This is an optimization exercise on Yosys and OpenROAD, whose aim is small area, a short achievable clock period and few clock cycles per item, not a production implementation. The RTL was checked by simulation tests, not by an equivalence proof against the original design.

$ cat design/flow/run.sh
#!/bin/bash
# synth_recipe.tcl (not shown) runs the flow's synth.tcl, then flattens the netlist and writes it again
# the make line also repeats each setting of config.mk as NAME=value (left out here)
make -C /OpenROAD-flow-scripts/flow DESIGN_CONFIG=/design/flow/config.mk WORK_HOME=/design/flow/orfs CLKGATE_MAP_FILE= SYNTH_SCRIPT=/design/flow/synth_recipe.tcl finish
$ cat design/flow/config.mk
export PLATFORM = sky130hd
export DESIGN_NAME = lake_mx_enc
export DESIGN_NICKNAME = lake_mx_enc
export VERILOG_FILES = /design/flow/design.v
export SDC_FILE = /design/flow/constraint.sdc
export NUM_CORES = 8
export LEC_CHECK = 0
export ABC_CLOCK_PERIOD_IN_PS = 30000
export CAP_MARGIN = 20
export CORE_MARGIN = 2
export CORE_UTILIZATION = 30
export SLEW_MARGIN = 20
$ cat design/flow/constraint.sdc
create_clock -name core_clock -period 50.0 [get_ports {clk}]
set_input_delay 10.0000 -clock core_clock [delete_from_list [all_inputs] [get_ports {clk}]]
set_output_delay 10.0000 -clock core_clock [all_outputs]
set_load 0.01 [all_outputs]
$ cat design/flow/design.v
module lake_mx_enc (
    input  wire         clk,
    input  wire         rst,         
    input  wire         in_valid,
    output wire         in_ready,
    input  wire [3:0]   in_fmt,      
    input  wire         in_ovf,      
    input  wire [511:0] in_vals,     
    input  wire [31:0]  in_stain,    
    output reg          out_valid,
    output reg  [7:0]   out_scale,
    output reg  [255:0] out_data,
    output reg  [5:0]   out_novf
);
    localparam [3:0] F_E4M3 = 4'd4, F_E5M2 = 4'd5, F_E3M2 = 4'd6,
                     F_E2M1 = 4'd7, F_INT8 = 4'd8;
    assign in_ready = 1'b1;
    reg  [3:0]         emax;      
    reg  signed [10:0] emin;      
    reg  [2:0]         mbits;     
    reg  [6:0]         maxcode;   
    reg                has_nan;
    always @* begin
        case (in_fmt)
            F_E4M3:  begin emax = 4'd8;  emin = -11'sd6;  mbits = 3'd3; maxcode = 7'h7E; has_nan = 1'b1; end
            F_E5M2:  begin emax = 4'd15; emin = -11'sd14; mbits = 3'd2; maxcode = 7'h7B; has_nan = 1'b1; end
            F_E3M2:  begin emax = 4'd4;  emin = -11'sd2;  mbits = 3'd2; maxcode = 7'h1F; has_nan = 1'b0; end
            F_E2M1:  begin emax = 4'd2;  emin = 11'sd0;   mbits = 3'd1; maxcode = 7'h07; has_nan = 1'b0; end
            default: begin emax = 4'd0;  emin = 11'sd0;   mbits = 3'd6; maxcode = 7'h7F; has_nan = 1'b0; end
        endcase
    end
    reg  [14:0] cand [0:63];
    reg  [14:0] max_mag;
    reg         any_nan;
    integer     i;
    always @* begin
        any_nan = 1'b0;
        for (i = 0; i < 32; i = i + 1) begin
            if (in_vals[16*i+14 -: 8] == 8'hFF) begin
                cand[i] = 15'd0;
                if (in_vals[16*i+6 -: 7] != 7'd0)
                    any_nan = 1'b1;
            end else if (in_stain[i]) begin
                cand[i] = 15'd0;
            end else begin
                cand[i] = in_vals[16*i+14 -: 15];
            end
        end
        for (i = 0; i < 16; i = i + 1)
            cand[32 + i] = (cand[2*i] > cand[2*i+1]) ? cand[2*i] : cand[2*i+1];
        for (i = 0; i < 8; i = i + 1)
            cand[48 + i] = (cand[32 + 2*i] > cand[32 + 2*i+1]) ? cand[32 + 2*i] : cand[32 + 2*i+1];
        for (i = 0; i < 4; i = i + 1)
            cand[56 + i] = (cand[48 + 2*i] > cand[48 + 2*i+1]) ? cand[48 + 2*i] : cand[48 + 2*i+1];
        for (i = 0; i < 2; i = i + 1)
            cand[60 + i] = (cand[56 + 2*i] > cand[56 + 2*i+1]) ? cand[56 + 2*i] : cand[56 + 2*i+1];
        cand[62] = (cand[60] > cand[61]) ? cand[60] : cand[61];
        cand[63] = 15'd0;
        max_mag = cand[62];
    end
    wire       nan_block = any_nan && !has_nan;
    reg  [7:0] scale;
    always @* begin
        if (max_mag == 15'd0)
            scale = 8'd127;                               
        else if (max_mag[14:7] < {4'd0, emax} || max_mag[14:7] == 8'd0)
            scale = 8'd0;                                 
        else
            scale = max_mag[14:7] - {4'd0, emax};
    end
    wire signed [10:0] shift = 11'sd127 - $signed({3'b000, scale});
    function [8:0] enc_elem;
        input [15:0]        v;
        input [3:0]         fmt;
        input               ovf;
        input signed [10:0] sh;        
        input [3:0]         f_emax;
        input signed [10:0] f_emin;
        input [2:0]         f_mbits;
        input [6:0]         f_maxcode;
        input               f_nan;
        reg               sgn;
        reg  [7:0]        ex;
        reg  [6:0]        man;
        reg  [7:0]        sig;
        reg  signed [10:0] lsb_e;     
        reg  signed [10:0] msb_e;     
        reg  signed [10:0] ey;        
        reg  signed [10:0] k;         
        reg  signed [10:0] r;         
        reg  [16:0]       win;
        reg  [8:0]        q;
        reg  [10:0]       code;
        reg               oflow;
        reg  [7:0]        sbit;
        integer           b;
        begin
            sgn = v[15];
            ex  = v[14:7];
            man = v[6:0];
            sig = {ex != 8'd0, man};
            lsb_e = (ex == 8'd0) ? -11'sd133 : $signed({3'b000, ex}) - 11'sd134;
            msb_e = lsb_e;
            for (b = 0; b < 8; b = b + 1)
                if (sig[b])
                    msb_e = lsb_e + $signed(b[10:0]);
            ey = msb_e + sh;
            k  = (ey > f_emin) ? ey : f_emin;
            r  = k - $signed({8'd0, f_mbits}) - (lsb_e + sh);
            if (r <= 0) begin
                q = {1'b0, sig} << ((r < -11'sd8) ? 4'd8 : -r[3:0]);
            end else begin
                win = {sig, 9'd0} >> ((r > 11'sd9) ? 4'd9 : r[3:0]);
                q   = {1'b0, win[16:9]};
                if (win[8] && ((|win[7:0]) || win[9]))
                    q = q + 9'd1;
            end
            code  = ((k - f_emin) << f_mbits) + {2'd0, q};
            if (sig == 8'd0)
                code = 11'd0;                             
            oflow = (sig != 8'd0) &&
                    ((ey > $signed({7'd0, f_emax})) || (code > {4'd0, f_maxcode}));
            case (fmt)
                F_E3M2:  sbit = 8'h20;
                F_E2M1:  sbit = 8'h08;
                default: sbit = 8'h80;
            endcase
            if (ex == 8'hFF && man != 7'd0) begin
                enc_elem = (fmt == F_E5M2) ? 9'h07E : 9'h07F;
            end else if (ex == 8'hFF && fmt == F_E5M2) begin
                enc_elem = {1'b0, sgn, 7'h7C};            
            end else if (ex == 8'hFF || oflow) begin
                if (ovf && f_nan)
                    enc_elem = (fmt == F_E5M2) ? 9'h17E : 9'h17F;
                else if (fmt == F_INT8)
                    enc_elem = sgn ? 9'h181 : 9'h17F;
                else
                    enc_elem = {1'b1, (sgn ? sbit : 8'h00) | {1'b0, f_maxcode}};
            end else if (fmt == F_INT8) begin
                enc_elem = {1'b0, sgn ? (8'd0 - code[7:0]) : code[7:0]};
            end else begin
                enc_elem = {1'b0, (sgn ? sbit : 8'h00) | code[7:0]};
            end
        end
    endfunction
    reg [8:0]   e;
    reg [255:0] data;
    reg [31:0]  oflag;
    reg [5:0]   cnt [0:31];
    reg [5:0]   novf;
    integer     j;
    always @* begin
        data = 256'd0;
        for (j = 0; j < 32; j = j + 1) begin
            e = enc_elem(in_vals[16*j +: 16], in_fmt, in_ovf, shift,
                         emax, emin, mbits, maxcode, has_nan);
            oflag[j] = e[8];
            case (in_fmt)
                F_E3M2:  data[6*j +: 6] = e[5:0];
                F_E2M1:  data[4*j +: 4] = e[3:0];
                default: data[8*j +: 8] = e[7:0];
            endcase
        end
        for (j = 0; j < 16; j = j + 1)
            cnt[j] = {5'd0, oflag[2*j]} + {5'd0, oflag[2*j+1]};
        for (j = 0; j < 8; j = j + 1)
            cnt[16 + j] = cnt[2*j] + cnt[2*j+1];
        for (j = 0; j < 4; j = j + 1)
            cnt[24 + j] = cnt[16 + 2*j] + cnt[16 + 2*j+1];
        for (j = 0; j < 2; j = j + 1)
            cnt[28 + j] = cnt[24 + 2*j] + cnt[24 + 2*j+1];
        cnt[30] = cnt[28] + cnt[29];
        cnt[31] = 6'd0;
        novf = cnt[30];
        if (nan_block) begin
            data = 256'd0;
            novf = 6'd0;
        end
    end
    always @(posedge clk) begin
        if (rst)
            out_valid <= 1'b0;
        else
            out_valid <= in_valid;
        if (in_valid) begin
            out_scale <= nan_block ? 8'hFF : scale;
            out_data  <= data;
            out_novf  <= novf;
        end
    end
endmodule
==> results by group <==
CTS
  • # H-tree levels: 2
  • Post CTS Setup Buffer Count: 0
  • Root buffer cell: clkbuf_16
  • Max Buffers Root-to-Sink: 3
  • CTS tree: done
  • Clock transition at path regs: 60 ps
  • # clock sinks: 271
  • TritonCTS Buffers: 37

Flow run
  • Max_cap viols: 0

Min path
  • Hold endpoint: out_data[217]$_SDFFCE_PP0P_
  • Worst hold start: in_valid
  • Min-delay worst type: in2reg
  • Hold Crit Depth: 1

Place
  • Placed insts: 37300
  • PortBufs: 822
  • Hpwl dp: 864000 microns
  • Routability cong.: 1.01
  • Place WS: 2330 ps

Route
  • Total number of vias: 224000
  • Final WL: 1060000 microns
  • DR WL/cell: 28.3 microns
  • Highest Signal Layer: met5
  • Post-route DRC: 0
  • DRT Pass-1 Iters: 8
  • WL met2: 440000 microns
  • Post-DRT Antenna Nets: 0
  • Via density: 5.97
  • Iter 0 DRT Violations: 25800
  • Metal3 WL: 99500 microns
  • Wl on met1: 435000 microns

Floorplan
  • Row cnt: 296
  • Core ar.: 649000 sq um
  • IO Count: 824
  • Initial Utilization: 30.1%
  • Die Y-Extent: 811 microns
  • Die X: 811 microns
  • Die ar.: 657000 sq um

Outcome
  • Outcome: finished clean

Finish
  • Fin cells: 37400
  • Commonest non-fill, non-tap cell in the layout: nor2_1
  • Most frequent cells in the layout: nor2_1, nand2_1, ha_1
  • Area delta synth->final: 10.8%
  • Fraction of layout cells with a size suffix above 1: 4.55%
  • Final nets: 32500

Worst setup path
  • CP max FO: 23
  • Crit path required time: 50440 ps
  • Crit end category: register
  • WS Path Type: in2reg
  • CP arrival: 48010 ps
  • CP max stage delay: 830 ps
  • Slowest-stage cell, CP: clkdlybuf4s50_1
  • Crit start category: input port

STA
  • Pins over their slew limit: 0
  • Setup TNS: 0 ps
  • Setup Viol. Count Final: 0
  • RSZ-0062 raised after global routing: no
  • Final hold vios: 0
  • Final worst path period need: 47570 ps
  • Max_slew headroom: 12.9%
  • Worst Tran Pin Value: 1300 ps
  • Final worst setup slack: 2430 ps
  • Hold WS: 9790 ps
  • Final worst-path cycle share: 95.1%
  • Maximum clock rate: 21.0 MHz

Synthesis
  • Register area share after synthesis: 4.16%
  • YS warnings: 3
  • Post-synthesis cell type count: 133
  • Post-synth EDFFs: 270
  • #FFs+latches synth: 271
  • Post-Syn Area per Cell: 6.83 sq um
  • Synth Flop Type: edfxtp_1
  • Mapped Cells: 28600
  • Synth Cell Area: 195000 sq um
  • Synth async-reset ratio: 0%

GRT
  • Largest net degree at the start of global routing: 109
  • Initial antenna violation count: 232
  • Vias in the first global route: 205000
  • Gr ovfl total: 0
  • First-pass GRT wire length: 1480000 microns
  • Global Route Usage Sum: 30.4%
synthesized netlist by cell type (all sizes together), types with 195 or more instances:
cell type	count	share of area (%)
clkbuf	1218	2.3
a21oi	2630	6.8
nor2b	510	1.6
a21o	871	3.3
nand3	603	1.5
buf	195	0.46
and3	203	0.65
a31oi	323	1.0
nand4	247	0.79
o21ai	1902	4.9
nand2	2841	5.5
xnor2	1204	5.4
fa	474	4.9
nand2b	496	1.6
o211ai	202	0.79
and2	332	1.1
o21a	228	0.88
edfxtp	270	4.2
ha	2796	18
o22ai	340	1.1
mux2i	788	4.0
inv	2306	4.4
a211oi	493	1.9
xor2	674	3.0
nor3	694	1.8
nor2	2881	5.5
layout make-up:
cell class,count,area (sq um)
clock inverter,28,312
sequential,271,8130
timing repair buffer,1421,13000
tap,8642,10800
clock buffer,39,933
fill,70100,433000
antenna,104,260
inverter,2328,8830
multi-input combinational,24600,174000
cell families after synthesis:
family	after synthesis	share of synthesized area [%]
AND/OR/NAND/NOR	9642	23.2
AO/OA/AOI/OAI	8748	28.6
buffers and inverters	3741	7.28
adder cells (fa/ha/maj)	3318	23.0
XOR/XNOR	1878	8.43
multiplexers	988	5.33
flip-flops	271	4.16
other	2	0.00385
worst max-delay path: cells and delay by family:
family          cells  cell delay (ps)
simple gates       43             8760
mux                 3              950
compound gates     58            16600
buf+inv            11             2300
xor+xnor            4              420
fa+ha+maj          24             8740
per-stage QoR:
step	util [%]	area [sq um]
after detailed placement	33.1	215000
after CTS	33.3	216000
after global placement	33.0	215000
final	33.3	216000
after global routing	33.3	216000
after floorplan	-	195000
worst max path at each step:
stage | slack, ps | to | cells past startpoint | start
after floorplan | 3430 | out_novf[4]$_SDFFCE_PP0P_ | 151 | in_vals[457]
after global placement | 2340 | out_novf[4]$_SDFFCE_PP0P_ | 143 | in_vals[56]
after detailed placement | 2330 | out_novf[4]$_SDFFCE_PP0P_ | 143 | in_vals[56]
after CTS | 2980 | out_novf[4]$_SDFFCE_PP0P_ | 143 | in_vals[56]
after global routing | 260 | out_novf[4]$_SDFFCE_PP0P_ | 143 | in_vals[56]
final | 2430 | out_novf[4]$_SDFFCE_PP0P_ | 143 | in_vals[56]
repair_timing:
item                                    in CTS  in global routing
hold buffers                                 0                  0
gates resized for setup                      0                  1
endpoints found under the setup margin       0                  1
layer usage:
metal  vias to the layer above  track usage (%)
met1                    107000             38.9
met5                         -                0
li1                     103000                -
met2                     11300             45.5
met4                       110             20.6
met3                      2172             6.92
sequential cells by signal, indices dropped and copies added, names as in the netlist:
signal / flops
out_scale: 8
out_valid: 1
out_novf: 6
out_data: 256
Testbench counts, summed over its fixed seeds: cycles 8,008, items 8,000.

## separate check: timing with driven ports
How much do the figures lean on ideal ports? The routed layout below was timed once more, with nothing changed but the port constraints.
Step 1: set_driving_cell puts a clkbuf_16 on clk and a buf_2 on each other input, an assumption about the parent block.
Step 2 times the ports against the registers' clock, not the clock port: input delays grow and output delays shrink by t, the midpoint of the rising clock arrivals with the driver on.
a / b / c = ideal ports / drivers / drivers and shift; a / b = the first two.
shift t [ns]: 0.782
setup slack, ns: 2.427 / 2.489 / 1.707
hold slack, ns: 9.790 / 9.742 / 10.525
slew at the worst register clock pin (ns): 0.11 / 0.11
After both steps this run still meets setup and hold. For this run, drivers alone change the setup slack by +0.062 ns; drivers and shift together by -0.720 ns.
